This design comes from an exercise in tuning for small area, a short achievable clock period and few clock cycles per item on the open sky130 flow, not from production work. Where RTL was checked, it was by simulation tests only, not by an equivalence proof against the original. Only the layout flow was run in runs 3 and 4; the RTL was not checked for function there.

[flow/flow/run.sh]
#!/bin/bash
set -euo pipefail
export BUFFER_PORTS_ARGS="-buffer_cell sky130_fd_sc_hd__buf_1"
export SETUP_SLACK_MARGIN=6
bash standard.sh > standard_make.log 2>&1
[flow/standard.sh]
#!/bin/bash
# synth_recipe.tcl (not shown) runs the flow's synth.tcl, then flattens the netlist and writes it again
# the make line also repeats each setting of config.mk as NAME=value (left out here)
make -C /OpenROAD-flow-scripts/flow DESIGN_CONFIG=/design/flow/config.mk WORK_HOME=/design/flow/orfs CLKGATE_MAP_FILE= SYNTH_SCRIPT=/design/flow/synth_recipe.tcl "${@:-finish}"
[flow/config.mk]
export PLATFORM = sky130hd
export DESIGN_NAME = sha256_core
export DESIGN_NICKNAME = sha256_core
export VERILOG_FILES = /design/flow/design.v
export SDC_FILE = /design/flow/constraint.sdc
export NUM_CORES = 4
export LEC_CHECK = 0
export CAP_MARGIN = 20
export CORE_MARGIN = 2
export CORE_UTILIZATION = 55
export CTS_BUF_LIST = sky130_fd_sc_hd__clkbuf_8
export CTS_CLUSTER_SIZE = 24
export SLEW_MARGIN = 20
[flow/constraint.sdc]
create_clock -name core_clock -period 10.0 [get_ports {clk}]
set_input_delay 2.0000 -clock core_clock [delete_from_list [all_inputs] [get_ports {clk}]]
set_output_delay 2.0000 -clock core_clock [all_outputs]
set_load 0.01 [all_outputs]
[flow/design.v]
module sha256_core (
    input  wire         clk,
    input  wire         rst,          
    input  wire         in_valid,
    output wire         in_ready,
    input  wire         in_first,     
    input  wire [511:0] in_block,     
    output reg          out_valid,
    output wire [255:0] out_digest    
);
    localparam [255:0] IV = {32'h6a09e667, 32'hbb67ae85, 32'h3c6ef372, 32'ha54ff53a,
                             32'h510e527f, 32'h9b05688c, 32'h1f83d9ab, 32'h5be0cd19};
    localparam [2047:0] KTAB = {
        32'hc67178f2, 32'hbef9a3f7, 32'ha4506ceb, 32'h90befffa, 32'h8cc70208, 32'h84c87814, 32'h78a5636f, 32'h748f82ee,
        32'h682e6ff3, 32'h5b9cca4f, 32'h4ed8aa4a, 32'h391c0cb3, 32'h34b0bcb5, 32'h2748774c, 32'h1e376c08, 32'h19a4c116,
        32'h106aa070, 32'hf40e3585, 32'hd6990624, 32'hd192e819, 32'hc76c51a3, 32'hc24b8b70, 32'ha81a664b, 32'ha2bfe8a1,
        32'h92722c85, 32'h81c2c92e, 32'h766a0abb, 32'h650a7354, 32'h53380d13, 32'h4d2c6dfc, 32'h2e1b2138, 32'h27b70a85,
        32'h14292967, 32'h06ca6351, 32'hd5a79147, 32'hc6e00bf3, 32'hbf597fc7, 32'hb00327c8, 32'ha831c66d, 32'h983e5152,
        32'h76f988da, 32'h5cb0a9dc, 32'h4a7484aa, 32'h2de92c6f, 32'h240ca1cc, 32'h0fc19dc6, 32'hefbe4786, 32'he49b69c1,
        32'hc19bf174, 32'h9bdc06a7, 32'h80deb1fe, 32'h72be5d74, 32'h550c7dc3, 32'h243185be, 32'h12835b01, 32'hd807aa98,
        32'hab1c5ed5, 32'h923f82a4, 32'h59f111f1, 32'h3956c25b, 32'he9b5dba5, 32'hb5c0fbcf, 32'h71374491, 32'h428a2f98
    };
    reg         run;         
    reg         rdy;         
    reg         init;        
    reg  [6:0]  kc;          
    reg         first;       
    reg  [31:0] a, b, c, d, e, f, g, h, hk;
    reg  [31:0] w [0:15];
    reg  [31:0] q0, q1, q2, q3, r0, r1, r2, r3;
    assign in_ready   = rdy;
    assign out_digest = {q3, q2, q1, q0, r3, r2, r1, r0};
    function [31:0] fa_s(input [31:0] x, input [31:0] y, input [31:0] z);
        fa_s = x ^ y ^ z;
    endfunction
    function [31:0] fa_c(input [31:0] x, input [31:0] y, input [31:0] z);
        fa_c = {(x[30:0] & y[30:0]) | (x[30:0] & z[30:0]) | (y[30:0] & z[30:0]), 1'b0};
    endfunction
    wire [31:0] s1  = {e[5:0], e[31:6]} ^ {e[10:0], e[31:11]} ^ {e[24:0], e[31:25]};
    wire [31:0] ch  = (e & f) | (~e & g);
    wire [31:0] s0  = {a[1:0], a[31:2]} ^ {a[12:0], a[31:13]} ^ {a[21:0], a[31:22]};
    wire [31:0] mj  = (a & b) | (a & c) | (b & c);
    wire [31:0] x1s = fa_s(s1, ch, hk), x1c = fa_c(s1, ch, hk);
    wire [31:0] x2s = fa_s(x1s, x1c, s0), x2c = fa_c(x1s, x1c, s0);
    wire [31:0] x3s = fa_s(x2s, x2c, mj), x3c = fa_c(x2s, x2c, mj);
    wire [31:0] a_new = x3s + x3c;
    wire [31:0] y2s = fa_s(x1s, x1c, d), y2c = fa_c(x1s, x1c, d);
    wire [31:0] e_new = y2s + y2c;
    wire [31:0] sig0 = {w[1][6:0], w[1][31:7]} ^ {w[1][17:0], w[1][31:18]} ^ (w[1] >> 3);
    wire [31:0] sig1 = {w[14][16:0], w[14][31:17]} ^ {w[14][18:0], w[14][31:19]} ^ (w[14] >> 10);
    wire [31:0] m1s = fa_s(sig0, sig1, w[0]), m1c = fa_c(sig0, sig1, w[0]);
    wire [31:0] m2s = fa_s(m1s, m1c, w[9]),  m2c = fa_c(m1s, m1c, w[9]);
    wire [31:0] w_next = m2s + m2c;
    wire [31:0] kn  = KTAB[{kc[5:0], 5'd0} +: 32];
    wire [31:0] hn  = init ? (first ? IV[31:0] : r0) : g;
    wire [31:0] p1s = fa_s(hn, kn, w[0]), p1c = fa_c(hn, kn, w[0]);
    wire [31:0] hk_next = p1s + p1c;
    wire        addph = run & (kc[6] | (kc[5:1] == 5'b11111));
    reg  [31:0] iva, ive;
    always @(*) begin
        case (kc[1:0])
            2'b10: begin iva = IV[159:128]; ive = IV[31:0];   end
            2'b11: begin iva = IV[191:160]; ive = IV[63:32];  end
            2'b00: begin iva = IV[223:192]; ive = IV[95:64];  end
            default: begin iva = IV[255:224]; ive = IV[127:96]; end
        endcase
    end
    wire [31:0] qsum = (first ? iva : q0) + a;
    wire [31:0] rsum = (first ? ive : r0) + e;
    wire        last = run & (kc == 7'd65);
    wire        take = rdy & in_valid;
    integer i;
    always @(posedge clk) begin
        if (rst) begin
            run       <= 1'b0;
            rdy       <= 1'b0;
            init      <= 1'b0;
            out_valid <= 1'b0;
        end else begin
            out_valid <= last;
            init      <= take;
            if (take)
                run <= 1'b1;
            else if (last)
                run <= 1'b0;
            rdy <= (run & (kc == 7'd64)) | ((~run | last) & ~take);
        end
    end
    always @(posedge clk) begin
        if (rdy) begin
            first <= in_first;
            for (i = 0; i < 16; i = i + 1)
                w[i] <= in_block[511 - 32*i -: 32];
        end else begin
            for (i = 0; i < 15; i = i + 1)
                w[i] <= w[i + 1];
            w[15] <= w_next;
        end
        kc <= take ? 7'd0 : kc + 7'd1;
        hk <= hk_next;
        if (init) begin
            if (first)
                {a, b, c, d, e, f, g, h} <= IV;
            else
                {a, b, c, d, e, f, g, h} <= {q3, q2, q1, q0, r3, r2, r1, r0};
        end else begin
            h <= g; g <= f; f <= e; e <= e_new;
            d <= c; c <= b; b <= a; a <= a_new;
        end
        if (addph) begin
            q0 <= q1; q1 <= q2; q2 <= q3; q3 <= qsum;
            r0 <= r1; r1 <= r2; r2 <= r3; r3 <= rsum;
        end
    end
endmodule
==> results.cfg, run 1 <==
[run_status]
status = no timing/DRC/antenna violations

[sta]
skew_ps = 54.1
min_period_ps = 4770
rsz0062_at_grt = true
finalHoldViolations = 0
max_clock_freq_ghz = 0.210
timing.final.crit_share_pct = 47.7
slew_headroom_pct = 28.9
setup_viol = 0
hold_ws_ps = 434
finalMaxSlewViolations = 0
fin_tns_setup_ps = 0
tightest_slew_ps = 1050

[hold_path]
whs_endpoint = w[2][19]
min-delay-path-class = reg2reg
hold-path-cell-count = 1
hold_path.startpoint = w[3][19]

[route]
dr.first_iter.drc_count = 4154
drcViolationCount = 0
routed_via_density = 5.92
routedWlPerCell_um = 28.5
ant_nets = 0
dr.pass1.iters = 6
dr_total_vias = 41900
drt_wl_total_um = 202000

[cells_and_area]
drive_gt1_share_pct = 28.6
final_nets = 6576
syn_to_final_growth_pct = 25.8

[die]
die_h_um = 311
core_area_um2 = 93300
pin_count = 774
die_w_um = 311
rows = 112
initial_core_util_pct = 55.5
die_area_um2 = 96600

[global_route]
grt_overflow = 0
antenna_found_initial = 29
grt_pass1_vias = 41900
grt_max_degree = 96
grt_pass1_wl_um = 282000
grt_use_total_pct = 40.2

[cts]
root_buffer = clkbuf_8
path_clk_slew_ps = 60
ctsHoldBuffers = 0
cts_max_level = 4
cts_buffer_depth = 3
cts_buffers = 167
cts.sinks = 1036
cts_tree = built
clk-insertion-delay-late_ps = 910

[synthesis]
synthArstFlopShare_pct = 0
synth_common_cells = dfxtp_1 (779), mux2_2 (508), xnor2_1 (360), edfxtp_1 (257)
yosysMostFrequentCell = dfxtp_1
synth.net_count = 5573
yosysTopAreaCellShare_pct = 30.1
synth_top_area_cell = dfxtp_1
ys_seq_elements = 1036
ys.warnings.count = 2
seq_area_frac_synth_pct = 45.0
yosys_most_used_dff = dfxtp_1
netlist_area_um2 = 51800
syn_inst = 4664
syn_area_per_cell_um2 = 11.1
synth.area.top_cells = dfxtp_1 (30%), edfxtp_1 (15%), mux2_2 (11%)
synth_enable_flop_cells = 257
synth_cell_types = 83

[worst_setup_path]
reg2regPathDepth = 17
critical_path_class = reg2reg
max_stage_delay_ps = 700
crit_chain = xor2_2 -> xnor2_2 -> fa_2 -> xnor2_4 -> xor2_2 -> fa_1 -> ha_1 -> a21o_1 -> a21o_1 -> a2111o_1 -> and4_4 -> o21bai_4 -> a21boi_4 -> o31ai_4 -> a21boi_1 -> or4b_1 -> nand3_1
r2r_slack_ps = 5230
endpoint_kind = flip-flop
r2r-start = e[8]
critPathMaxFanout = 3
worstSetupStartpointType = flip-flop
reg2reg_to = a[28]
slowest_stage = fa_2
crit_arrival_ps = 5590
cp.required_ps = 10820

[place]
port_buffers = 773
dp_hpwl_um = 151000
gp_congestion = 1.01

[flow_run]
cap_violations = 0
cells by family after synthesis:
family / count (synthesis) / synth area share, %
AND/OR/NAND/NOR: 744 / 6.45
adder cells (fa/ha/maj): 438 / 13.1
AO/OA/AOI/OAI: 995 / 12.6
buffers and inverters: 448 / 3.25
multiplexers: 543 / 11.8
flip-flops: 1036 / 45.0
XOR/XNOR: 460 / 7.78
per-layer routing:
metal	global-route usage [%]	up-vias	part of all wire, %
li1	-	18500	-
met1	45.3	20500	36
met2	68.3	2250	49
met3	9.22	675	7.8
met4	26.7	14	7.9
met5	0	-	0.046
cell type report:
cell class                 instances  area (um^2)
fill                            7136        28200
tap                             1254         1570
clock inverter                   110          667
sequential                      1036        23500
multi-input combinational       3180        30200
inverter                         203          822
clock buffer                     194         2670
antenna                           21         52.6
timing repair buffer            1079         5680
metrics by stage:
step | cells | setup WS, ps | instance area [um^2] | util, %
after detailed placement | 6479 | 4520 | 55900 | 59.9
after global placement | 6479 | 4450 | 55900 | 59.9
after global routing | 7071 | 5140 | 65100 | 69.8
final | 7077 | 5230 | 65200 | 69.8
after CTS | 6969 | 5390 | 63300 | 67.9
after floorplan | 4664 | 4830 | 52200 | -
timing repair:
item                       CTS  global route
cloned                       2             0
setup endpoints to repair  253           218
gates resized for setup    588           244
pin swaps                  238           228
buffers inserted           184            87
critical path, delay by kind of cell, from the launching register on:
kind,cells,cell delay [ps]
fa+ha+maj,3,1450
compound gates,7,1420
simple gates,3,770
xor+xnor,4,700
flops,1,360
how the worst max path moves through the flow:
stage	from	end	slack, ps
6_report	e[8]	a[28]	5230
5_1_grt	e[1]	a[20]	5140
4_1_cts	w[1][8]	w[15][31]	5390
3_5_place_dp	kc[0]	hk[29]	4520
3_3_place_gp	kc[0]	hk[29]	4450
2_1_floorplan	kc[3]	q0[0]	4830
registers in the layout (all words and copies together) (netlist names):
register,count
f,32
e,32
rdy,1
r2,32
b,32
run,1
w,512
hk,32
q1,32
init,1
first,1
kc,7
c,32
q2,32
q0,32
a,32
r0,32
r1,32
r3,32
q3,32
out_valid,1
g,32
d,32
cells in the final DEF, fill, tap and decap left out, types with 50 or more instances in the layout:
cell type / synthesis / final
a21o_1: 93 / 93
xnor2_2: 0 / 77
nand3_1: 55 / 50
dfxtp_1: 779 / 687
buf_6: 0 / 53
edfxtp_1: 257 / 257
xnor2_1: 360 / 267
nand2_1: 251 / 218
fa_1: 191 / 161
o21ai_0: 251 / 171
clkbuf_8: 0 / 195
buf_4: 0 / 228
buf_1: 25 / 773
nor2_1: 240 / 201
dfxtp_2: 0 / 55
a21oi_2: 2 / 63
a21oi_1: 251 / 180
ha_1: 202 / 141
mux2_2: 508 / 504
o21ai_1: 4 / 56
a22o_1: 51 / 51
o22a_1: 79 / 79
xor2_1: 100 / 80
inv_1: 201 / 246
Testbench counts, summed over its fixed seeds: cycles 25,368, blocks 384.
==> inputs of run 2 (changes only) <==
==> flow/flow/run.sh (replaced) <==
#!/bin/bash
set -euo pipefail
export BUFFER_PORTS_ARGS="-buffer_cell sky130_fd_sc_hd__buf_1"
export SETUP_SLACK_MARGIN=5
bash standard.sh > standard_make.log 2>&1
==> run 2 against run 1 <==
Critical endpoint is now a[31]. Register-to-register slack worse by 190 ps. Non-clock buffer count is 238 lower. Critical path depth is 2 lower. Still clean on timing, DRC and antenna. Core utilization is 5.1 points lower. Clock skew is 6.8 ps lower. Sequential share of layout area is 2.6 points higher.
==> results.cfg, run 2 <==
[synthesis]
synth_cell_types = 83
ys.warnings.count = 2
syn_inst = 4664
synth.area.top_cells = dfxtp_1 (30%), edfxtp_1 (15%), mux2_2 (11%)
yosysMostFrequentCell = dfxtp_1
synthArstFlopShare_pct = 0
synth_common_cells = dfxtp_1 (779), mux2_2 (508), xnor2_1 (360), edfxtp_1 (257)
seq_area_frac_synth_pct = 45.0
yosys_most_used_dff = dfxtp_1
syn_area_per_cell_um2 = 11.1
synth_top_area_cell = dfxtp_1
synth_enable_flop_cells = 257
ys_seq_elements = 1036
netlist_area_um2 = 51800
synth.net_count = 5573
yosysTopAreaCellShare_pct = 30.1

[cells_and_area]
fillers = 7688
fin_area_um2 = 60400
final_nets = 6338
syn_to_final_growth_pct = 16.6
final_cell_mix = buf_1 (773), dfxtp_1 (741), mux2_2 (508)
largest_reg_flops = 512
final_common_cell = buf_1
finalNonFillerCells = 6834
drive_gt1_share_pct = 17.7
top_register = w

[sta]
fin_tns_setup_ps = 0
timing.final.crit_share_pct = 49.6
tightest_slew_ps = 1070
slew_headroom_pct = 28.4
skew_ps = 47.3
setup_viol = 0
max_clock_freq_ghz = 0.201
min_period_ps = 4960
rsz0062_at_grt = true
finalMaxSlewViolations = 0
finalHoldViolations = 0

[worst_setup_path]
slowest_stage = dfxtp_1
cp_top_family = adder cells
critical_path_class = reg2reg
endpoint_kind = flip-flop
critPathMaxFanout = 6
crit_buf_inv = 0
r2r_slack_ps = 5040
crit_chain = xnor2_1 -> xnor2_1 -> fa_1 -> fa_1 -> fa_1 -> ha_1 -> a21o_1 -> a21o_1 -> a21o_1 -> and3_1 -> a21oi_4 -> a31oi_4 -> o211ai_1 -> nand3_1 -> a32o_1
crit_arrival_ps = 5720
max_stage_delay_ps = 640
cp.required_ps = 10750
worstSetupStartpointType = flip-flop

[global_route]
grt_overflow = 0
grt_pass1_wl_um = 273000
grt_max_degree = 182
grt_pass1_vias = 39800
grt_use_total_pct = 39.2
antenna_found_initial = 21

[route]
drt_wl_total_um = 196000
routed_via_density = 5.86
dr.pass1.iters = 8
dr.first_iter.drc_count = 3729
drcViolationCount = 0
dr_total_vias = 40000
ant_nets = 0
routedWlPerCell_um = 28.6

[cts]
root_buffer = clkbuf_8
ctsHoldBuffers = 0
path_clk_slew_ps = 60
cts_buffers = 166
cts_max_level = 4
cts_tree = built
cts_buffer_depth = 3
cts.sinks = 1036
clk-insertion-delay-late_ps = 890

[flow_run]
cap_violations = 0

[die]
die_w_um = 311
pin_count = 774
die_h_um = 311
die_area_um2 = 96600
rows = 112
core_area_um2 = 93300
initial_core_util_pct = 55.5

[run_status]
status = no timing/DRC/antenna violations

[place]
gp_congestion = 1.02
port_buffers = 773
dpl_cell_area_um2 = 55700
dp_hpwl_um = 155000
placed_cells = 6484

[hold_path]
min-delay-path-class = reg2reg
-- run 2: layer usage --
layer	routed length [um]	track usage [%]	vias to the layer above	part of all wire, %
li1	-	-	18000	-
met1	71300	44.7	19500	36
met2	95900	67.5	2003	49
met3	14800	8.06	522	7.6
met4	13600	24.3	10	6.9
met5	58	0	-	0.030
-- run 2: kinds of logic after synthesis --
family,after synthesis,share of synthesized area (%)
flops,1036,45.0
compound gates,995,12.6
simple gates,744,6.45
mux,543,11.8
xor+xnor,460,7.78
buf+inv,448,3.25
fa+ha+maj,438,13.1
-- run 2: final cells by class --
type                    instances  area [um^2]  share of cell area [%]
diodes                         13         32.5                  0.0539
clock buffers                 199         2740                    4.54
well taps                    1254         1570                    2.60
clock inverters               107          771                    1.28
multi-input cells            3180        27500                    45.5
inverters                     203          783                    1.30
repair inverters                1         7.51                  0.0124
repair buffers                841         3630                    6.01
flip-flops and latches       1036        23400                    38.7
-- run 2: final timing paths --
path | depth (start not counted) | endpoint | from
max | 15 | a[31] | e[24]
min | 1 | w[6][20] | w[7][20]
max reg2reg | 15 | a[31] | e[24]
min reg2reg | 1 | w[6][20] | w[7][20]
-- run 2: metrics by stage --
step	util, %	setup slack, ps	hold WS [ps]
after global routing	64.7	4920	459
final	64.7	5040	446
after detailed placement	59.7	4010	440
after global placement	59.7	3920	436
after floorplan	-	4830	431
after CTS	64.0	4990	441
-- run 2: timing repair --
| item | 4_1_cts | 5_1_grt |
|---|---|---|
| setup endpoints to repair | 58 | 38 |
| endpoints found under the hold margin | 0 | 0 |
| gates cloned | 2 | 3 |
| gates resized for setup | 96 | 97 |
| pin swaps | 20 | 26 |
| setup buffers | 7 | 19 |
==> inputs of run 3 (changes only) <==
--- a/flow/design.v
+++ b/flow/design.v
@@ -26,6 +26,7 @@
     reg  [6:0]  kc;          
     reg         first;       
     reg  [31:0] a, b, c, d, e, f, g, h, hk;
+    reg  [31:0] kq;
     reg  [31:0] w [0:15];
     reg  [31:0] q0, q1, q2, q3, r0, r1, r2, r3;
     assign in_ready   = rdy;
@@ -51,9 +52,10 @@
     wire [31:0] m1s = fa_s(sig0, sig1, w[0]), m1c = fa_c(sig0, sig1, w[0]);
     wire [31:0] m2s = fa_s(m1s, m1c, w[9]),  m2c = fa_c(m1s, m1c, w[9]);
     wire [31:0] w_next = m2s + m2c;
-    wire [31:0] kn  = KTAB[{kc[5:0], 5'd0} +: 32];
+    wire [5:0]  kcn = kc[5:0] + 6'd1;
+    wire [31:0] kn  = KTAB[{kcn, 5'd0} +: 32];
     wire [31:0] hn  = init ? (first ? IV[31:0] : r0) : g;
-    wire [31:0] p1s = fa_s(hn, kn, w[0]), p1c = fa_c(hn, kn, w[0]);
+    wire [31:0] p1s = fa_s(hn, kq, w[0]), p1c = fa_c(hn, kq, w[0]);
     wire [31:0] hk_next = p1s + p1c;
     wire        addph = run & (kc[6] | (kc[5:1] == 5'b11111));
     reg  [31:0] iva, ive;
@@ -98,6 +100,7 @@
         end
         kc <= take ? 7'd0 : kc + 7'd1;
         hk <= hk_next;
+        kq <= take ? KTAB[31:0] : kn;
         if (init) begin
             if (first)
                 {a, b, c, d, e, f, g, h} <= IV;
==> run 3 against run 2 <==
Area after synthesis is 3.4% higher. Sequential cell count increased by 32. Critical path depth rose by 2. Critical path type unchanged.
==> results.cfg, run 3 <==
[run_status]
status = no timing/DRC/antenna violations

[place]
port_buffers = 773
gp_congestion = 0.989
dp_hpwl_um = 155000
placed_cells = 6729

[synthesis]
synth.net_count = 5815
syn_inst = 4903
synth_top_area_cell = dfxtp_1
synth_cell_types = 82
synthArstFlopShare_pct = 0
syn_area_per_cell_um2 = 10.9
ys_seq_elements = 1068
yosysMostFrequentCell = dfxtp_1
synth.area.top_cells = dfxtp_1 (30%), edfxtp_1 (14%), mux2_2 (11%)
yosysTopAreaCellShare_pct = 30.3
seq_area_frac_synth_pct = 44.7
yosys_most_used_dff = dfxtp_1
synth_common_cells = dfxtp_1 (811), mux2_2 (501), xnor2_1 (355), nor2_1 (270), inv_1 (269)
synth_enable_flop_cells = 257
netlist_area_um2 = 53600
ys.warnings.count = 2

[die]
pin_count = 774
initial_core_util_pct = 55.5
core_area_um2 = 96600
die_area_um2 = 99900
rows = 114
die_w_um = 316
die_h_um = 316

[worst_setup_path]
reg2regPathDepth = 17
cp_common_cell = o21ai_1
cp.required_ps = 10730
worstSetupStartpointType = flip-flop
critical_path_class = reg2reg
r2r-start = e[21]
crit_end = a[31]
crit_chain = inv_1 -> xnor2_1 -> fa_1 -> xnor2_2 -> xor2_1 -> fa_1 -> ha_1 -> nand2_1 -> nor3_1 -> o21ai_1 -> a21oi_2 -> o21ai_1 -> a311oi_2 -> a211oi_2 -> a21oi_2 -> xnor2_1 -> o21ai_1
max_stage_delay_ps = 590
crit_arrival_ps = 5670
r2r_slack_ps = 5060
crit_start = e[21]
endpoint_kind = flip-flop
critPathMaxFanout = 4
reg2reg_to = a[31]
slowest_stage = fa_1

[hold_path]
hold-path-cell-count = 1
min-delay-path-class = reg2reg

[global_route]
busiest_layer = met2
grt_pass1_wl_um = 275000
grt_pass1_vias = 40000
grt_max_degree = 171
grtUsageMet1_pct = 52.6
antenna_found_initial = 30
grt_overflow = 0
use_met2_pct = 57.7
grt_use_total_pct = 38.2
grt_use_met3_pct = 10.6

[cells_and_area]
final_cell_mix = dfxtp_1 (776), buf_1 (773), mux2_2 (501)
final_nets = 6547
drive_gt1_share_pct = 16.2
syn_to_final_growth_pct = 15.3
fillers = 8033
top_register = w
largest_reg_flops = 512
finalNonFillerCells = 7070
final_common_cell = dfxtp_1

[sta]
timing.final.crit_share_pct = 49.4
min_period_ps = 4940
max_clock_freq_ghz = 0.202
finalMaxSlewViolations = 0
skew_ps = 64.7
tightest_slew_ps = 1090
rsz0062_at_grt = true
fin_tns_setup_ps = 0
setup_viol = 0
slew_headroom_pct = 26.7
finalHoldViolations = 0

[cts]
cts_tree = built
cts_buffers = 171
root_buffer = clkbuf_8
cts.sinks = 1068
clk-insertion-delay-late_ps = 890
path_clk_slew_ps = 70
cts_buffer_depth = 3
cts_max_level = 4

[route]
routedWlPerCell_um = 28.0
drt_wl_total_um = 198000
drcViolationCount = 0
dr.first_iter.drc_count = 4821
routed_via_density = 5.94
ant_nets = 0
dr_total_vias = 42000
dr.pass1.iters = 7

[flow_run]
cap_violations = 0
==> run 3: how the worst min path moves through the flow <==
stage | endpoint | from | slack, ps
6_report | w[5][16] | w[6][16] | 440
2_1_floorplan | d[21] | c[21] | 430
5_1_grt | w[12][31] | w[13][31] | 440
3_5_place_dp | w[6][12] | w[7][12] | 440
4_1_cts | w[12][31] | w[13][31] | 440
3_3_place_gp | w[5][26] | w[6][26] | 440
==> run 3: routing by layer <==
metal / up-vias / wire (um) / share of wire (%)
li1: 18700 / - / -
met1: 20400 / 81200 / 41
met2: 2349 / 87100 / 44
met3: 419 / 21600 / 11
met4: 12 / 7680 / 3.9
met5: - / 81 / 0.041
==> run 3: metrics by stage <==
stage	setup slack [ps]	hold WS [ps]	area, um^2	utilization (%)
4_1_cts	4950	438	61400	63.6
3_5_place_dp	4120	440	57500	59.6
2_1_floorplan	4830	431	53600	-
3_3_place_gp	4350	436	57500	59.6
6_report	5060	436	61800	64.0
5_1_grt	4920	444	61800	64.0
==> run 3: cell families (layout without fill, tap and decap cells) <==
group / count (synthesis) / after routing / synth area share, %
flops: 1068 / 1068 / 44.7
buf+inv: 531 / 1401 / 3.75
compound gates: 1065 / 1065 / 13.2
xor+xnor: 464 / 464 / 7.59
simple gates: 795 / 796 / 6.73
mux: 538 / 538 / 11.2
fa+ha+maj: 442 / 442 / 12.8
other cells: 0 / 20 / 0
==> run 3: worst max-delay path: cells and delay by family, from the launching register on <==
| family | cells | cell delay (ps) |
|---|---|---|
| AOI/OAI and AO/OA | 7 | 1450 |
| adders and majority gates | 3 | 1400 |
| xor gates and xnor gates | 4 | 900 |
| DFF | 1 | 520 |
| and+or+nand+nor | 2 | 350 |
| buffers and inverters | 1 | 150 |
==> run 3: area by class of cell <==
cell class / instances / area (um^2) / share of cell area [%]
sequential: 1068 / 24000 / 38.9
multi-input combinational: 3305 / 28000 / 45.4
tap: 1276 / 1600 / 2.58
clock inverter: 103 / 821 / 1.33
timing repair buffer: 819 / 3340 / 5.40
inverter: 270 / 1040 / 1.68
clock buffer: 209 / 2880 / 4.66
antenna: 20 / 50.0 / 0.0810
==> run 3: what timing repair did <==
action / 4_1_cts / 5_1_grt
endpoints found under the setup margin: 44 / 33
gates resized for setup: 37 / 74
gates cloned: 1 / 0
hold buffers: 0 / 0
pin swaps: 3 / 10
setup buffers: 4 / 4
==> inputs of run 4 (changes only) <==
==> flow/flow/run.sh (replaced) <==
#!/bin/bash
set -euo pipefail
export BUFFER_PORTS_ARGS="-buffer_cell sky130_fd_sc_hd__buf_1"
export SETUP_SLACK_MARGIN=6
bash standard.sh > standard_make.log 2>&1
==> run 4 against run 3 <==
Still clean. Area after synthesis is the same. Setup slack gained 280 ps. Die area is the same. Sequential cell count is the same. Worst hold slack is essentially flat. Core utilization grew 4.8 points. Clock skew shrank 25 ps.
==> results.cfg, run 4 <==
[worst_setup_path]
r2r-start = e[12]
critical_path_class = reg2reg
worstSetupStartpointType = flip-flop
endpoint_kind = flip-flop
r2r_slack_ps = 5340
cp.required_ps = 10730
crit_start = e[12]
reg2regPathDepth = 20
crit_arrival_ps = 5390
critPathMaxFanout = 5
reg2reg_to = a[31]

[die]
core_area_um2 = 96600
die_w_um = 316
initial_core_util_pct = 55.5
die_h_um = 316
die_area_um2 = 99900
rows = 114
pin_count = 774

[route]
wl_met3_um = 25700
dr_total_vias = 44400
drcViolationCount = 0
drt_wl_total_um = 214000
dr.first_iter.drc_count = 5697
routed_via_density = 6.09
routedWlPerCell_um = 29.3
ant_nets = 0
dr.pass1.iters = 6
dr.max_layer_used = met5
wl_met2_um = 92900
drt-met1-wl_um = 84300

[cells_and_area]
utilization_pct = 68.7
final_nets = 6777
syn_to_final_growth_pct = 23.9
final_common_cell = buf_1
largest_reg_flops = 512
final_cell_mix = buf_1 (773), dfxtp_1 (732), mux2_2 (501)
top_register = w
drive_gt1_share_pct = 25.2

[sta]
hold_ws_ps = 435
max_clock_freq_ghz = 0.214
finalMaxSlewViolations = 0
skew_ps = 39.3
setup_viol = 0
tightest_slew_ps = 1070
timing.final.crit_share_pct = 46.6
rsz0062_at_grt = true
fin_tns_setup_ps = 0
min_period_ps = 4660
finalHoldViolations = 0
fin_ws_ps = 5340
slew_headroom_pct = 28.6

[cts]
clk-insertion-delay-late_ps = 870
cts_tree = built
ctsHoldBuffers = 0
cts_max_level = 4
cts_buffers = 172
path_clk_slew_ps = 70
root_buffer = clkbuf_8
cts_buffer_depth = 3
cts.sinks = 1068

[place]
gp_congestion = 1.00
post-place-ws_ps = 4150
dp_hpwl_um = 158000
port_buffers = 773

[synthesis]
syn_area_per_cell_um2 = 10.9
syn_inst = 4903
synth.net_count = 5815
yosys_most_used_dff = dfxtp_1
ys_seq_elements = 1068
synth_common_cells = dfxtp_1 (811), mux2_2 (501), xnor2_1 (355), nor2_1 (270), inv_1 (269)
synthArstFlopShare_pct = 0
seq_area_frac_synth_pct = 44.7
synth_enable_flop_cells = 257
netlist_area_um2 = 53600
yosysTopAreaCellShare_pct = 30.3
synth_top_area_cell = dfxtp_1
synth_cell_types = 82
yosysMostFrequentCell = dfxtp_1
ys.warnings.count = 2
synth.area.top_cells = dfxtp_1 (30%), edfxtp_1 (14%), mux2_2 (11%)

[hold_path]
hold-path-cell-count = 1
min-delay-path-class = reg2reg
hold_path.startpoint = w[12][5]
whs_endpoint = w[11][5]

[global_route]
grt_pass1_wl_um = 290000
grt_overflow = 0
grt_use_total_pct = 40.5
grt_pass1_vias = 41800
antenna_found_initial = 28
grt_max_degree = 151

[run_status]
status = no timing/DRC/antenna violations

[flow_run]
cap_violations = 0
## run 4: cell counts after synthesis
No cell type changed its count.
## run 4: what timing repair did
action | CTS | global route
endpoints found under the hold margin | 0 | 0
setup buffers | 105 | 107
pin swaps | 147 | 215
resized for setup | 408 | 300
setup endpoints to repair | 147 | 254
gates cloned | 13 | 3
## run 4: kinds of logic (layout without fill, tap and decap cells)
kind of cell | count (synthesis) | in the layout | share of synthesized area [%]
XOR/XNOR | 464 | 464 | 7.59
multiplexers | 538 | 538 | 11.2
buffers and inverters | 531 | 1635 | 3.75
adder cells (fa/ha/maj) | 442 | 442 | 12.8
other | 0 | 17 | 0
flip-flops | 1068 | 1068 | 44.7
AO/OA/AOI/OAI | 1065 | 1065 | 13.2
AND/OR/NAND/NOR | 795 | 796 | 6.73
## run 4: final cells by class
type                       instances  area (um^2)
clock inverter                   120          717
antenna                           17         42.5
timing repair inverter             1         8.76
clock buffer                     197         2710
tap                             1276         1600
sequential                      1068        24200
fill                            7512        30200
multi-input combinational       3305        30400
inverter                         270         1060
timing repair buffer            1047         5660
## run 4: worst max path at each step
stage	slack [ps]	to	cells after the start
6_report	5340	a[31]	20
5_1_grt	5170	a[31]	20
4_1_cts	5540	a[31]	20
3_5_place_dp	4150	q3[30]	16
3_3_place_gp	4140	q3[30]	16
2_1_floorplan	4830	q0[0]	5
## run 4: worst max-delay path: stages, from the launching register on
cell and delay (ps):
dfxtp_4 380, xnor2_4 220, xnor2_4 130, fa_2 620, xor2_4 230, xnor2_2 160
fa_1 440, inv_1 80, ha_2 180, inv_2 40, fa_2 360, nand2b_4 170
a21oi_4 200, o21ai_4 90, a21oi_4 250, o21ai_4 90, a311oi_4 350, a211oi_2 150
a21oi_2 170, xnor2_1 130, o21ai_1 80
## run 4: per-layer routing
layer | vias to the layer above | global-route usage (%)
met5 | - | 0
met4 | 14 | 18.6
met3 | 622 | 11.5
met2 | 2852 | 59.6
met1 | 21700 | 55.3
li1 | 19200 | -
## run 4: per-stage QoR
stage | instance area [um^2] | instances
floorplan | 53800 | 4903
global placement | 57700 | 6739
detailed placement | 57700 | 6739
CTS | 64000 | 7174
global route | 66400 | 7297
finish | 66400 | 7301
==> inputs of run 5 (changes only) <==
--- a/flow/design.v
+++ b/flow/design.v
@@ -26,7 +26,6 @@
     reg  [6:0]  kc;          
     reg         first;       
     reg  [31:0] a, b, c, d, e, f, g, h, hk;
-    reg  [31:0] kq;
     reg  [31:0] w [0:15];
     reg  [31:0] q0, q1, q2, q3, r0, r1, r2, r3;
     assign in_ready   = rdy;
@@ -37,6 +36,26 @@
     function [31:0] fa_c(input [31:0] x, input [31:0] y, input [31:0] z);
         fa_c = {(x[30:0] & y[30:0]) | (x[30:0] & z[30:0]) | (y[30:0] & z[30:0]), 1'b0};
     endfunction
+    function [31:0] add_sk(input [31:0] x, input [31:0] y);
+        reg [31:0] gg, pp, g2, p2;
+        integer i, l;
+        begin
+            gg = x & y;
+            pp = x ^ y;
+            for (l = 1; l < 32; l = l * 2) begin
+                g2 = gg;
+                p2 = pp;
+                for (i = 0; i < 32; i = i + 1)
+                    if (i & l) begin
+                        g2[i] = gg[i] | (pp[i] & gg[(i & ~(l - 1)) - 1]);
+                        p2[i] = pp[i] & pp[(i & ~(l - 1)) - 1];
+                    end
+                gg = g2;
+                pp = p2;
+            end
+            add_sk = (x ^ y) ^ {gg[30:0], 1'b0};
+        end
+    endfunction
     wire [31:0] s1  = {e[5:0], e[31:6]} ^ {e[10:0], e[31:11]} ^ {e[24:0], e[31:25]};
     wire [31:0] ch  = (e & f) | (~e & g);
     wire [31:0] s0  = {a[1:0], a[31:2]} ^ {a[12:0], a[31:13]} ^ {a[21:0], a[31:22]};
@@ -44,19 +63,18 @@
     wire [31:0] x1s = fa_s(s1, ch, hk), x1c = fa_c(s1, ch, hk);
     wire [31:0] x2s = fa_s(x1s, x1c, s0), x2c = fa_c(x1s, x1c, s0);
     wire [31:0] x3s = fa_s(x2s, x2c, mj), x3c = fa_c(x2s, x2c, mj);
-    wire [31:0] a_new = x3s + x3c;
+    wire [31:0] a_new = add_sk(x3s, x3c);
     wire [31:0] y2s = fa_s(x1s, x1c, d), y2c = fa_c(x1s, x1c, d);
-    wire [31:0] e_new = y2s + y2c;
+    wire [31:0] e_new = add_sk(y2s, y2c);
     wire [31:0] sig0 = {w[1][6:0], w[1][31:7]} ^ {w[1][17:0], w[1][31:18]} ^ (w[1] >> 3);
     wire [31:0] sig1 = {w[14][16:0], w[14][31:17]} ^ {w[14][18:0], w[14][31:19]} ^ (w[14] >> 10);
     wire [31:0] m1s = fa_s(sig0, sig1, w[0]), m1c = fa_c(sig0, sig1, w[0]);
     wire [31:0] m2s = fa_s(m1s, m1c, w[9]),  m2c = fa_c(m1s, m1c, w[9]);
-    wire [31:0] w_next = m2s + m2c;
-    wire [5:0]  kcn = kc[5:0] + 6'd1;
-    wire [31:0] kn  = KTAB[{kcn, 5'd0} +: 32];
+    wire [31:0] w_next = add_sk(m2s, m2c);
+    wire [31:0] kn  = KTAB[{kc[5:0], 5'd0} +: 32];
     wire [31:0] hn  = init ? (first ? IV[31:0] : r0) : g;
-    wire [31:0] p1s = fa_s(hn, kq, w[0]), p1c = fa_c(hn, kq, w[0]);
-    wire [31:0] hk_next = p1s + p1c;
+    wire [31:0] p1s = fa_s(hn, kn, w[0]), p1c = fa_c(hn, kn, w[0]);
+    wire [31:0] hk_next = add_sk(p1s, p1c);
     wire        addph = run & (kc[6] | (kc[5:1] == 5'b11111));
     reg  [31:0] iva, ive;
     always @(*) begin
@@ -67,8 +85,8 @@
             default: begin iva = IV[255:224]; ive = IV[127:96]; end
         endcase
     end
-    wire [31:0] qsum = (first ? iva : q0) + a;
-    wire [31:0] rsum = (first ? ive : r0) + e;
+    wire [31:0] qsum = add_sk(first ? iva : q0, a);
+    wire [31:0] rsum = add_sk(first ? ive : r0, e);
     wire        last = run & (kc == 7'd65);
     wire        take = rdy & in_valid;
     integer i;
@@ -100,7 +118,6 @@
         end
         kc <= take ? 7'd0 : kc + 7'd1;
         hk <= hk_next;
-        kq <= take ? KTAB[31:0] : kn;
         if (init) begin
             if (first)
                 {a, b, c, d, e, f, g, h} <= IV;
==> flow/flow/run.sh (replaced) <==
#!/bin/bash
set -euo pipefail
export BUFFER_PORTS_ARGS="-buffer_cell sky130_fd_sc_hd__buf_1"
export SETUP_SLACK_MARGIN=5
bash standard.sh > standard_make.log 2>&1
==> run 5 against run 4 <==
Setup slack got worse by 290 ps. Via count decreased by 15%. Non-clock buffer count fell by 198.
==> results.cfg, run 5 <==
[worst_setup_path]
max_stage_delay_ps = 550
r2r_slack_ps = 5040
crit_chain = xnor2_1 -> xnor2_2 -> fa_1 -> fa_1 -> fa_1 -> ha_1 -> a21oi_1 -> o21ai_2 -> o311ai_4 -> a211oi_2 -> o21a_1 -> buf_4 -> o311ai_2 -> and2b_1 -> xnor2_1 -> o21ai_1
r2r-start = e[11]
cp_common_cell = fa_1
crit_arrival_ps = 5690
worstSetupStartpointType = flip-flop
critical_path_class = reg2reg
cp.required_ps = 10740
endpoint_kind = flip-flop
slowest_stage = fa_1
critPathMaxFanout = 6
crit_start = e[11]
reg2regPathDepth = 16
reg2reg_to = a[21]

[sta]
finalHoldViolations = 0
fin_ws_ps = 5040
min_period_ps = 4960
slew_headroom_pct = 29.2
rsz0062_at_grt = true
timing.final.crit_share_pct = 49.6
tightest_slew_ps = 1060
fin_tns_setup_ps = 0
setup_viol = 0
max_clock_freq_ghz = 0.202
finalMaxSlewViolations = 0
skew_ps = 34.0

[route]
ant_nets = 0
dr.pass1.iters = 6
drcViolationCount = 0
dr_total_vias = 37800
dr.first_iter.drc_count = 3680
routedWlPerCell_um = 28.9
routed_via_density = 5.82
drt_wl_total_um = 188000

[run_status]
status = no timing/DRC/antenna violations

[cells_and_area]
fillers = 7479
top_register = w
fin_area_um2 = 58800
multiInputGateArea_um2 = 26100
drive_gt1_share_pct = 19.2
syn_to_final_growth_pct = 16.5
final_nets = 6083
final_common_cell = buf_1
final_cell_mix = buf_1 (773), dfxtp_1 (743), mux2_2 (515)
ff_latch_area_um2 = 23400
largest_reg_flops = 512

[cts]
root_buffer = clkbuf_8
cts.sinks = 1036
path_clk_slew_ps = 60
cts_tree = built
cts_max_level = 4
cts_buffers = 171
clk-insertion-delay-late_ps = 900
cts_buffer_depth = 3

[die]
pin_count = 774
die_w_um = 307
die_area_um2 = 94200
core_area_um2 = 91200
rows = 111
initial_core_util_pct = 55.3
die_h_um = 307

[place]
dp_hpwl_um = 147000
post-place-ws_ps = 4050
dpl_cell_area_um2 = 54300
port_buffers = 773
gp_congestion = 1.00

[global_route]
grt_max_degree = 191
grt_pass1_wl_um = 261000
antenna_found_initial = 27
grt_overflow = 0
grt_use_total_pct = 38.9
grt_pass1_vias = 37800

[synthesis]
ys_seq_elements = 1036
synth.net_count = 5307
yosysMostFrequentCell = dfxtp_1
ys.warnings.count = 2
netlist_area_um2 = 50500
synth_top_area_cell = dfxtp_1
yosysTopAreaCellShare_pct = 30.9
seq_area_frac_synth_pct = 46.2
synthArstFlopShare_pct = 0
synth_cell_types = 88
syn_area_per_cell_um2 = 11.6
synth_common_cells = dfxtp_1 (779), mux2_2 (515), xnor2_1 (343), edfxtp_1 (257), nor2_1 (231)
yosys_most_used_dff = dfxtp_1
syn_inst = 4366
synth_enable_flop_cells = 257
synth.area.top_cells = dfxtp_1 (31%), edfxtp_1 (15%), mux2_2 (11%)

[flow_run]
cap_violations = 0

[hold_path]
hold_path.startpoint = w[3][30]
hold-path-cell-count = 1
whs_endpoint = w[2][30]
min-delay-path-class = reg2reg
-- run 5: metrics by stage --
stage	hold WS, ps	cells	utilization [%]
6_report	434	6488	64.4
4_1_cts	424	6444	63.7
3_3_place_gp	437	6114	59.5
3_5_place_dp	440	6114	59.5
2_1_floorplan	432	4366	-
5_1_grt	446	6483	64.4
-- run 5: kinds of logic after synthesis --
group                      count (synthesis)  synth area share (%)
buffers and inverters                    432                  3.21
muxes                                    533                  11.9
adders and majority gates                453                  14.4
and+or+nand+nor                          619                  5.41
AOI/OAI and AO/OA                        866                  11.4
xor gates and xnor gates                 427                  7.41
DFF                                     1036                  46.2
-- run 5: worst max path at each step --
stage	endpoint	slack, ps	cells past startpoint
6_report	a[21]	5040	16
5_1_grt	a[22]	4920	18
4_1_cts	a[17]	5000	17
2_1_floorplan	q0[0]	4900	6
3_3_place_gp	hk[22]	4160	18
3_5_place_dp	hk[22]	4050	20
-- run 5: cell type report --
class	instances	share of cell area [%]
antenna	19	0.0809
clock buffer	205	4.80
clock inverter	109	1.00
inverter	185	1.21
multi-input combinational	2899	44.5
sequential	1036	39.8
tap	1186	2.52
timing repair buffer	849	6.11
-- run 5: critical path: cells and delay by family (launching register included) --
kind / cells / cell delay (ps)
compound gates: 7 / 1490
xor+xnor: 3 / 590
buf+inv: 1 / 160
simple gates: 1 / 190
fa+ha+maj: 4 / 1890
flops: 1 / 470
-- run 5: repair_timing --
action | 4_1_cts | 5_1_grt
setup endpoints to repair | 56 | 40
hold buffers | 0 | 0
gates cloned | 1 | 1
gates resized for setup | 80 | 93
pin swaps | 11 | 40
buffers inserted | 15 | 24
-- run 5: routing by layer --
layer  track usage, %  vias up  part of all wire [%]
met3             9.14      481                   7.4
met1             44.1    18500                    36
li1                 -    16900                     -
met4             23.5       14                   6.7
met5                0        -                 0.051
met2             66.7     1832                    49
Testbench counts of run 5, summed over its fixed seeds: cycles 25,368, blocks 384.
==> inputs of run 6 (changes only) <==
--- a/flow/config.mk
+++ b/flow/config.mk
@@ -9,5 +9,6 @@
 export CORE_MARGIN = 2
 export CORE_UTILIZATION = 55
 export CTS_BUF_LIST = sky130_fd_sc_hd__clkbuf_8
-export CTS_CLUSTER_SIZE = 24
+export CTS_CLUSTER_DIAMETER = 70
+export CTS_CLUSTER_SIZE = 14
 export SLEW_MARGIN = 20
==> run 6 against run 5 <==
Wire length is 0.96% lower. Maximum frequency is 0.34% higher. Count of clock-buffer cells in the layout is 113 lower. Largest cell class unchanged. Highest routed layer unchanged.
==> results.cfg, run 6 <==
[sta]
tightest_slew_ps = 1090
finalMaxSlewViolations = 0
hold_ws_ps = 451
timing.final.crit_share_pct = 49.4
skew_ps = 82.0
slew_headroom_pct = 27.7
max_clock_freq_ghz = 0.203
min_period_ps = 4940
rsz0062_at_grt = true
finalHoldViolations = 0
setup_viol = 0
fin_tns_setup_ps = 0

[cts]
root_buffer = clkbuf_8
cts_buffers = 88
cts_max_level = 3
ctsHoldBuffers = 0
cts.sinks = 1036
cts_buffer_depth = 3
cts_tree = built
path_clk_slew_ps = 100
clk-insertion-delay-late_ps = 820

[worst_setup_path]
critPathMaxFanout = 5
endpoint_kind = flip-flop
cp.required_ps = 10670
reg2reg_to = a[30]
crit_chain = mux2_2 -> fa_2 -> fa_1 -> fa_1 -> ha_1 -> a21o_1 -> a21o_1 -> a221oi_2 -> a21oi_2 -> a2111oi_4 -> buf_4 -> a21oi_4 -> a21o_1 -> a211o_1 -> o2bb2ai_1
reg2regPathDepth = 15
crit_start = e[21]
cp_top_family = compound AO/OA/AOI/OAI gates
critical_path_class = reg2reg
worstSetupStartpointType = flip-flop
r2r-start = e[21]
r2r_slack_ps = 5060
slowest_stage = fa_2
crit_buf_inv = 1
crit_arrival_ps = 5610
worstSetupPathDepth = 15
cp_common_cell = a21o_1
crit_end = a[30]
max_stage_delay_ps = 630

[cells_and_area]
final_common_cell = buf_1
top_register = w
drive_gt1_share_pct = 16.8
final_cell_mix = buf_1 (773), dfxtp_1 (742), mux2_2 (515)
largest_reg_flops = 512
finalNonFillerCells = 6299
syn_to_final_growth_pct = 12.5
final_nets = 5986

[route]
routedWlPerCell_um = 29.5
drt_wl_total_um = 186000
drcViolationCount = 0
dr_total_vias = 37000
dr.pass1.iters = 5
dr.first_iter.drc_count = 3613
routed_via_density = 5.88
ant_nets = 0

[global_route]
antenna_found_initial = 29
grt_pass1_wl_um = 259000
grt_use_met3_pct = 8.07
grt_max_degree = 191
grtUsageMet1_pct = 44.5
busiest_layer = met2
grt_use_total_pct = 38.5
grt_overflow = 0
use_met2_pct = 66.2
grt_pass1_vias = 36800

[flow_run]
cap_violations = 0

[place]
gp_congestion = 1.00
dp_hpwl_um = 147000
port_buffers = 773
placed_cells = 6114

[synthesis]
seq_area_frac_synth_pct = 46.2
synth_enable_flop_cells = 257
synth_common_cells = dfxtp_1 (779), mux2_2 (515), xnor2_1 (343), edfxtp_1 (257), nor2_1 (231)
yosys_most_used_dff = dfxtp_1
yosysMostFrequentCell = dfxtp_1
syn_area_per_cell_um2 = 11.6
syn_inst = 4366
yosysTopAreaCellShare_pct = 30.9
synth_cell_types = 88
synth.net_count = 5307
netlist_area_um2 = 50500
synth.area.top_cells = dfxtp_1 (31%), edfxtp_1 (15%), mux2_2 (11%)
ys.warnings.count = 2
synthArstFlopShare_pct = 0
ys_seq_elements = 1036
synth_top_area_cell = dfxtp_1

[die]
die_h_um = 307
die_w_um = 307
core_area_um2 = 91200
die_area_um2 = 94200
pin_count = 774
rows = 111
initial_core_util_pct = 55.3

[hold_path]
min-delay-path-class = reg2reg
hold-path-cell-count = 1

[run_status]
status = no timing/DRC/antenna violations
[run 6: cell counts after synthesis]
No cell type changed its count.
[run 6: layout make-up]
cell class	count	area, um^2
sequential	1036	23400
inverter	185	712
clock inverter	46	272
tap	1186	1480
timing repair buffer	835	3480
fill	7716	34500
antenna	20	50.0
clock buffer	92	1270
multi-input combinational	2899	26100
[run 6: kinds of logic (layout without fill, tap and decap cells)]
logic type / count (synthesis) / after routing / synth area share, %
compound gates: 866 / 866 / 11.4
xor+xnor: 427 / 427 / 7.41
fa+ha+maj: 453 / 453 / 14.4
buf+inv: 432 / 1158 / 3.21
flops: 1036 / 1036 / 46.2
mux: 533 / 533 / 11.9
other cells: 0 / 20 / 0
simple gates: 619 / 620 / 5.41
[run 6: worst min-delay path by stage]
stage / end / slack (ps) / from
floorplan: d[11] / 430 / c[11]
global placement: w[14][14] / 440 / w[15][14]
detailed placement: w[5][26] / 440 / w[6][26]
CTS: w[7][3] / 450 / w[8][3]
global route: w[7][3] / 460 / w[8][3]
finish: w[11][8] / 450 / w[12][8]
[run 6: per-stage QoR]
stage / instance area [um^2] / util [%] / worst slack, ps
floorplan: 50500 / - / 4900
global route: 56800 / 62.2 / 4920
detailed placement: 54300 / 59.5 / 4050
global placement: 54300 / 59.5 / 4160
CTS: 56200 / 61.6 / 5000
finish: 56800 / 62.2 / 5060
[run 6: what timing repair did]
action / in CTS / in global routing
hold endpoints to repair: 0 / 0
setup endpoints to repair: 56 / 39
gates resized for setup: 81 / 87
setup buffers: 13 / 12
gates cloned: 1 / 1
pin swaps: 12 / 28
[run 6: layer usage]
metal	vias up	part of all wire, %
li1	16600	-
met1	18200	36
met2	1766	49
met3	460	7.5
met4	12	6.7
met5	-	0.043
==> inputs of run 7 (changes only) <==
--- a/flow/config.mk
+++ b/flow/config.mk
@@ -8,7 +8,7 @@
 export CAP_MARGIN = 20
 export CORE_MARGIN = 2
 export CORE_UTILIZATION = 55
-export CTS_BUF_LIST = sky130_fd_sc_hd__clkbuf_8
-export CTS_CLUSTER_DIAMETER = 70
-export CTS_CLUSTER_SIZE = 14
+export CTS_BUF_LIST = sky130_fd_sc_hd__clkbuf_16
+export CTS_CLUSTER_DIAMETER = 120
+export CTS_CLUSTER_SIZE = 20
 export SLEW_MARGIN = 20
==> run 7 against run 6 <==
Final cell count down 0.71%.
==> results.cfg, run 7 <==
[synthesis]
netlist_area_um2 = 50500
yosysMostFrequentCell = dfxtp_1
syn_inst = 4366
synth.area.top_cells = dfxtp_1 (31%), edfxtp_1 (15%), mux2_2 (11%)
synth_common_cells = dfxtp_1 (779), mux2_2 (515), xnor2_1 (343), edfxtp_1 (257), nor2_1 (231)
synth_top_area_cell = dfxtp_1
synth.net_count = 5307
seq_area_frac_synth_pct = 46.2
synth_cell_types = 88
synthArstFlopShare_pct = 0
syn_area_per_cell_um2 = 11.6
ys_seq_elements = 1036
yosys_most_used_dff = dfxtp_1
ys.warnings.count = 2
synth_enable_flop_cells = 257
yosysTopAreaCellShare_pct = 30.9

[sta]
max_clock_freq_ghz = 0.201
fin_tns_setup_ps = 0
slew_headroom_pct = 25.7
rsz0062_at_grt = true
tightest_slew_ps = 1110
timing.final.crit_share_pct = 49.7
skew_ps = 61.4
hold_ws_ps = 445
finalMaxSlewViolations = 0
setup_viol = 0
min_period_ps = 4970
finalHoldViolations = 0

[cts]
root_buffer = clkbuf_16
cts_buffer_depth = 3
clk-insertion-delay-late_ps = 740
cts_tree = built
ctsHoldBuffers = 0
path_clk_slew_ps = 110
cts_buffers = 59
cts.sinks = 1036
cts_max_level = 2

[flow_run]
cap_violations = 0

[route]
dr_total_vias = 36800
drcViolationCount = 0
routed_via_density = 5.88
ant_nets = 0
dr.first_iter.drc_count = 3387
routedWlPerCell_um = 29.6
dr.pass1.iters = 5
drt_wl_total_um = 185000

[cells_and_area]
syn_to_final_growth_pct = 12.8
utilization_pct = 62.4
drive_gt1_share_pct = 16.3
final_cell_mix = buf_1 (773), dfxtp_1 (742), mux2_2 (515)
largest_reg_flops = 512
final_nets = 5961
top_register = w
final_common_cell = buf_1

[hold_path]
min-delay-path-class = reg2reg

[die]
die_w_um = 307
core_area_um2 = 91200
initial_core_util_pct = 55.3
die_area_um2 = 94200
rows = 111
pin_count = 774
die_h_um = 307

[global_route]
grt_max_degree = 191
grt_overflow = 0
grt_use_total_pct = 38.3
grt_pass1_vias = 36600
antenna_found_initial = 27
grt_pass1_wl_um = 258000

[worst_setup_path]
max_stage_delay_ps = 540
worstSetupStartpointType = flip-flop
critical_path_class = reg2reg
crit_arrival_ps = 5560
crit_chain = xnor2_1 -> xnor2_2 -> fa_1 -> fa_1 -> fa_1 -> ha_1 -> a21oi_1 -> o21ai_2 -> o311ai_4 -> a211oi_2 -> a2111oi_4 -> a21oi_2 -> a21o_1 -> a211o_1 -> o2bb2ai_1
endpoint_kind = flip-flop
cp_common_cell = fa_1
cp.required_ps = 10580
critPathMaxFanout = 7
slowest_stage = fa_1

[run_status]
status = no timing/DRC/antenna violations

[place]
dp_hpwl_um = 147000
port_buffers = 773
gp_congestion = 1.00
[run 7: final timing paths]
check	from	endpoint	slack [ps]	cells after the start
min reg2reg	w[15][16]	w[14][16]	450	1
max reg2reg	e[16]	a[30]	5030	15
min	w[15][16]	w[14][16]	450	1
max	e[16]	a[30]	5030	15
[run 7: cell type report]
type	instances	area [um^2]
fillers	7663	34300
inverters	185	713
flip-flops and latches	1036	23400
multi-input cells	2899	26100
clock buffers	60	1500
diodes	16	40.0
clock inverters	33	204
well taps	1186	1480
repair buffers	839	3510
[run 7: per-stage QoR]
step | instance area, um^2 | setup slack, ps | std cells
floorplan | 50500 | 4900 | 4366
global placement | 54300 | 4160 | 6114
detailed placement | 54300 | 4050 | 6114
CTS | 56500 | 5000 | 6224
global route | 56900 | 4910 | 6251
finish | 56900 | 5030 | 6254
[run 7: per-layer routing]
| metal | share of wire (%) | global-route usage [%] |
|---|---|---|
| met5 | 0.062 | 0 |
| met4 | 6.4 | 21.8 |
| met3 | 7.3 | 7.88 |
| met2 | 49 | 66.0 |
| met1 | 37 | 44.5 |
[run 7: timing repair]
action | 4_1_cts | 5_1_grt
setup buffers | 16 | 13
cloned | 1 | 1
hold endpoints to repair | 0 | 0
setup endpoints to repair | 56 | 40
pin swaps | 15 | 24
resized for setup | 83 | 76
[run 7: critical path, delay by kind of cell, from the launching register on]
kind                     cells  cell delay (ps)
adder cells (fa/ha/maj)      4             1870
XOR/XNOR                     2              490
AO/OA/AOI/OAI                9             2060
flip-flops                   1              410
[run 7: kinds of logic (layout without fill, tap and decap cells)]
group / after synthesis / count (layout) / synth area share (%)
compound gates: 866 / 866 / 11.4
xor+xnor: 427 / 427 / 7.41
fa+ha+maj: 453 / 453 / 14.4
buf+inv: 432 / 1117 / 3.21
flops: 1036 / 1036 / 46.2
mux: 533 / 533 / 11.9
other cells: 0 / 16 / 0
simple gates: 619 / 620 / 5.41
==> inputs of run 8 (changes only) <==
--- a/flow/design.v
+++ b/flow/design.v
@@ -70,7 +70,6 @@
     wire [31:0] sig1 = {w[14][16:0], w[14][31:17]} ^ {w[14][18:0], w[14][31:19]} ^ (w[14] >> 10);
     wire [31:0] m1s = fa_s(sig0, sig1, w[0]), m1c = fa_c(sig0, sig1, w[0]);
     wire [31:0] m2s = fa_s(m1s, m1c, w[9]),  m2c = fa_c(m1s, m1c, w[9]);
-    wire [31:0] w_next = add_sk(m2s, m2c);
     wire [31:0] kn  = KTAB[{kc[5:0], 5'd0} +: 32];
     wire [31:0] hn  = init ? (first ? IV[31:0] : r0) : g;
     wire [31:0] p1s = fa_s(hn, kn, w[0]), p1c = fa_c(hn, kn, w[0]);
@@ -85,7 +84,8 @@
             default: begin iva = IV[255:224]; ive = IV[127:96]; end
         endcase
     end
-    wire [31:0] qsum = add_sk(first ? iva : q0, a);
+    wire [31:0] w_next = add_sk(addph ? (first ? iva : q0) : m2s, addph ? a : m2c);
+    wire [31:0] qsum = w_next;
     wire [31:0] rsum = add_sk(first ? ive : r0, e);
     wire        last = run & (kc == 7'd65);
     wire        take = rdy & in_valid;
==> flow/flow/run.sh (replaced) <==
#!/bin/bash
set -euo pipefail
export BUFFER_PORTS_ARGS="-buffer_cell sky130_fd_sc_hd__buf_1"
export SETUP_SLACK_MARGIN=5.5
bash standard.sh > standard_make.log 2>&1
==> run 8 against run 7 <==
Final cell count increased by 0.93%. Final area increased by 3.9%. Setup slack improved by 140 ps. Die area decreased by 1.4%. Count of clock-buffer cells in the layout decreased by 1. Register-to-register slack improved by 140 ps. Largest cell class unchanged.
==> results.cfg, run 8 <==
[synthesis]
yosysTopAreaCellShare_pct = 31.3
netlist_area_um2 = 49800
synth_common_cells = dfxtp_1 (779), mux2_2 (535), xnor2_1 (306), nand2_1 (271), edfxtp_1 (257)
yosysMostFrequentCell = dfxtp_1
syn_area_per_cell_um2 = 11.5
synth_cell_types = 86
synth_top_area_cell = dfxtp_1
ys.warnings.count = 2
syn_inst = 4328
yosys_most_used_dff = dfxtp_1
synthArstFlopShare_pct = 0
seq_area_frac_synth_pct = 46.8
ys_seq_elements = 1036
synth_enable_flop_cells = 257
synth.area.top_cells = dfxtp_1 (31%), edfxtp_1 (16%), mux2_2 (12%)
synth.net_count = 5235

[route]
routedWlPerCell_um = 31.4
routed_via_density = 6.05
dr.first_iter.drc_count = 4530
drt_wl_total_um = 198000
ant_nets = 0
drcViolationCount = 0
dr_total_vias = 38200
dr.pass1.iters = 6

[cts]
cts_buffers = 57
root_buffer = clkbuf_16
cts_max_level = 2
ctsHoldBuffers = 0
cts_buffer_depth = 3
path_clk_slew_ps = 100
clk-insertion-delay-late_ps = 720
cts.sinks = 1036
cts_tree = built

[sta]
hold_ws_ps = 446
timing.final.crit_share_pct = 48.4
skew_ps = 24.2
max_clock_freq_ghz = 0.207
fin_tns_setup_ps = 0
min_period_ps = 4840
rsz0062_at_grt = true
finalMaxSlewViolations = 0
finalHoldViolations = 0
tightest_slew_ps = 1110
slew_headroom_pct = 25.7
setup_viol = 0

[worst_setup_path]
worstSetupStartpointType = flip-flop
crit_buf_inv = 1
critPathMaxFanout = 7
reg2reg_to = a[30]
endpoint_kind = flip-flop
r2r_slack_ps = 5160
cp.required_ps = 10600
crit_chain = o21ai_0 -> fa_1 -> fa_1 -> fa_1 -> ha_1 -> a21oi_1 -> o21ai_2 -> o21ai_2 -> buf_6 -> a211oi_4 -> o2111ai_2 -> a31oi_2 -> nor2_1 -> xor2_1 -> a21oi_1
crit_start = e[9]
slowest_stage = fa_1
reg2regPathDepth = 15
cp_common_cell = fa_1
critical_path_class = reg2reg
max_stage_delay_ps = 580
crit_arrival_ps = 5440
cp_top_family = adder cells
r2r-start = e[9]

[die]
die_w_um = 305
rows = 110
die_area_um2 = 92900
core_area_um2 = 89900
initial_core_util_pct = 55.4
die_h_um = 305
pin_count = 774

[global_route]
grtUsageMet1_pct = 51.1
use_met2_pct = 67.3
grt_max_degree = 189
grt_use_total_pct = 41.1
grt_overflow = 0
busiest_layer = met2
antenna_found_initial = 19
grt_pass1_wl_um = 272000
grt_use_met3_pct = 8.35
grt_pass1_vias = 37000

[place]
dpl_cell_area_um2 = 53700
port_buffers = 773
dp_hpwl_um = 151000
gp_congestion = 1.07

[run_status]
status = no timing/DRC/antenna violations

[hold_path]
hold-path-cell-count = 1
min-delay-path-class = reg2reg
whs_endpoint = w[10][25]
hold_path.startpoint = w[11][25]

[cells_and_area]
fin_area_um2 = 59100
final_nets = 6002
utilization_pct = 65.8
final_common_cell = buf_1
fillers = 7050
top_register = w
syn_to_final_growth_pct = 18.8
final_cell_mix = buf_1 (773), dfxtp_1 (706), mux2_2 (533)
drive_gt1_share_pct = 23.2
largest_reg_flops = 512

[flow_run]
cap_violations = 0
run 8: cell count changes after synthesis, moves of 12 or more:
cell,delta
nand2_1,+51
xnor2_1,-37
ha_1,-30
mux2_2,+20
o21bai_1,-14
a22o_1,-12
run 8: layer usage:
layer | share of wire [%] | vias to the layer above
li1 | - | 16600
met1 | 37 | 18900
met2 | 47 | 2190
met3 | 9.0 | 534
met4 | 7.1 | 10
met5 | 0.031 | -
run 8: how the worst max path moves through the flow:
stage / cells past startpoint / slack, ps / to
finish: 15 / 5160 / a[30]
global route: 16 / 5070 / a[31]
CTS: 19 / 5280 / a[29]
detailed placement: 19 / 3650 / hk[27]
global placement: 19 / 3700 / hk[27]
floorplan: 16 / 5510 / a[29]
run 8: per-stage QoR:
stage | worst slack [ps] | cells
after floorplan | 5510 | 4328
after global placement | 3700 | 6071
after detailed placement | 3650 | 6071
after CTS | 5280 | 6243
after global routing | 5070 | 6306
final | 5160 | 6312
run 8: cell type report:
cell class	instances	area, um^2	share of cell area [%]
inverters	184	751	1.27
repair buffers	952	4780	8.09
well taps	1176	1470	2.49
repair inverters	2	32.5	0.0550
diodes	13	32.5	0.0550
clock buffers	59	1480	2.50
flip-flops and latches	1036	23500	39.8
clock inverters	28	134	0.227
multi-input cells	2862	26900	45.6
run 8: cells by family after synthesis:
logic type	after synthesis	synth area share [%]
flops	1036	46.8
compound gates	814	10.7
simple gates	685	6.01
mux	556	12.7
buf+inv	431	3.25
fa+ha+maj	417	13.7
xor+xnor	389	6.85
run 8: what timing repair did:
action / 4_1_cts / 5_1_grt
cloned: 9 / 4
pin swaps: 91 / 108
buffers inserted: 76 / 52
resized for setup: 391 / 196
setup endpoints to repair: 236 / 82
Testbench counts of run 8, summed over its fixed seeds: cycles 25,368, blocks 384.

-- re-timing with driven ports --
No port has a modelled driver above. Below, the same layouts with a new extraction and two added sets of constraints. Step 1 sets driving cells, clkbuf_16 on the clock port and buf_2 on the other inputs (assumed; they add their load-dependent delay and slew). Step 2 times the ports against the registers' clock, not the clock port: input delays grow and output delays shrink by t, the midpoint of the rising clock arrivals with the driver on. Three values: ideal ports, drivers, drivers and shift; two values: the first two.
| run | t, ns | setup WS [ns] | clock arrival spread, ns | worst register clock-pin slew, ns |
|---|---|---|---|---|
| run 1 | 0.956 | 5.227 / 5.227 / 5.227 | 0.054 / 0.055 | 0.09 / 0.09 |
| run 2 | 0.941 | 5.037 / 5.037 / 5.037 | 0.059 / 0.059 | 0.07 / 0.07 |
| run 3 | 0.939 | 5.058 / 5.058 / 5.058 | 0.065 / 0.065 | 0.07 / 0.07 |
| run 4 | 0.931 | 5.338 / 5.338 / 5.338 | 0.041 / 0.041 | 0.07 / 0.07 |
| run 5 | 0.952 | 5.045 / 5.045 / 5.045 | 0.036 / 0.036 | 0.07 / 0.07 |
| run 6 | 0.855 | 5.062 / 5.062 / 5.062 | 0.082 / 0.083 | 0.11 / 0.11 |
| run 7 | 0.777 | 5.025 / 5.025 / 5.025 | 0.061 / 0.062 | 0.11 / 0.11 |
| run 8 | 0.786 | 5.162 / 5.162 / 5.162 | 0.025 / 0.025 | 0.10 / 0.10 |
After both steps every run listed still meets setup and hold.
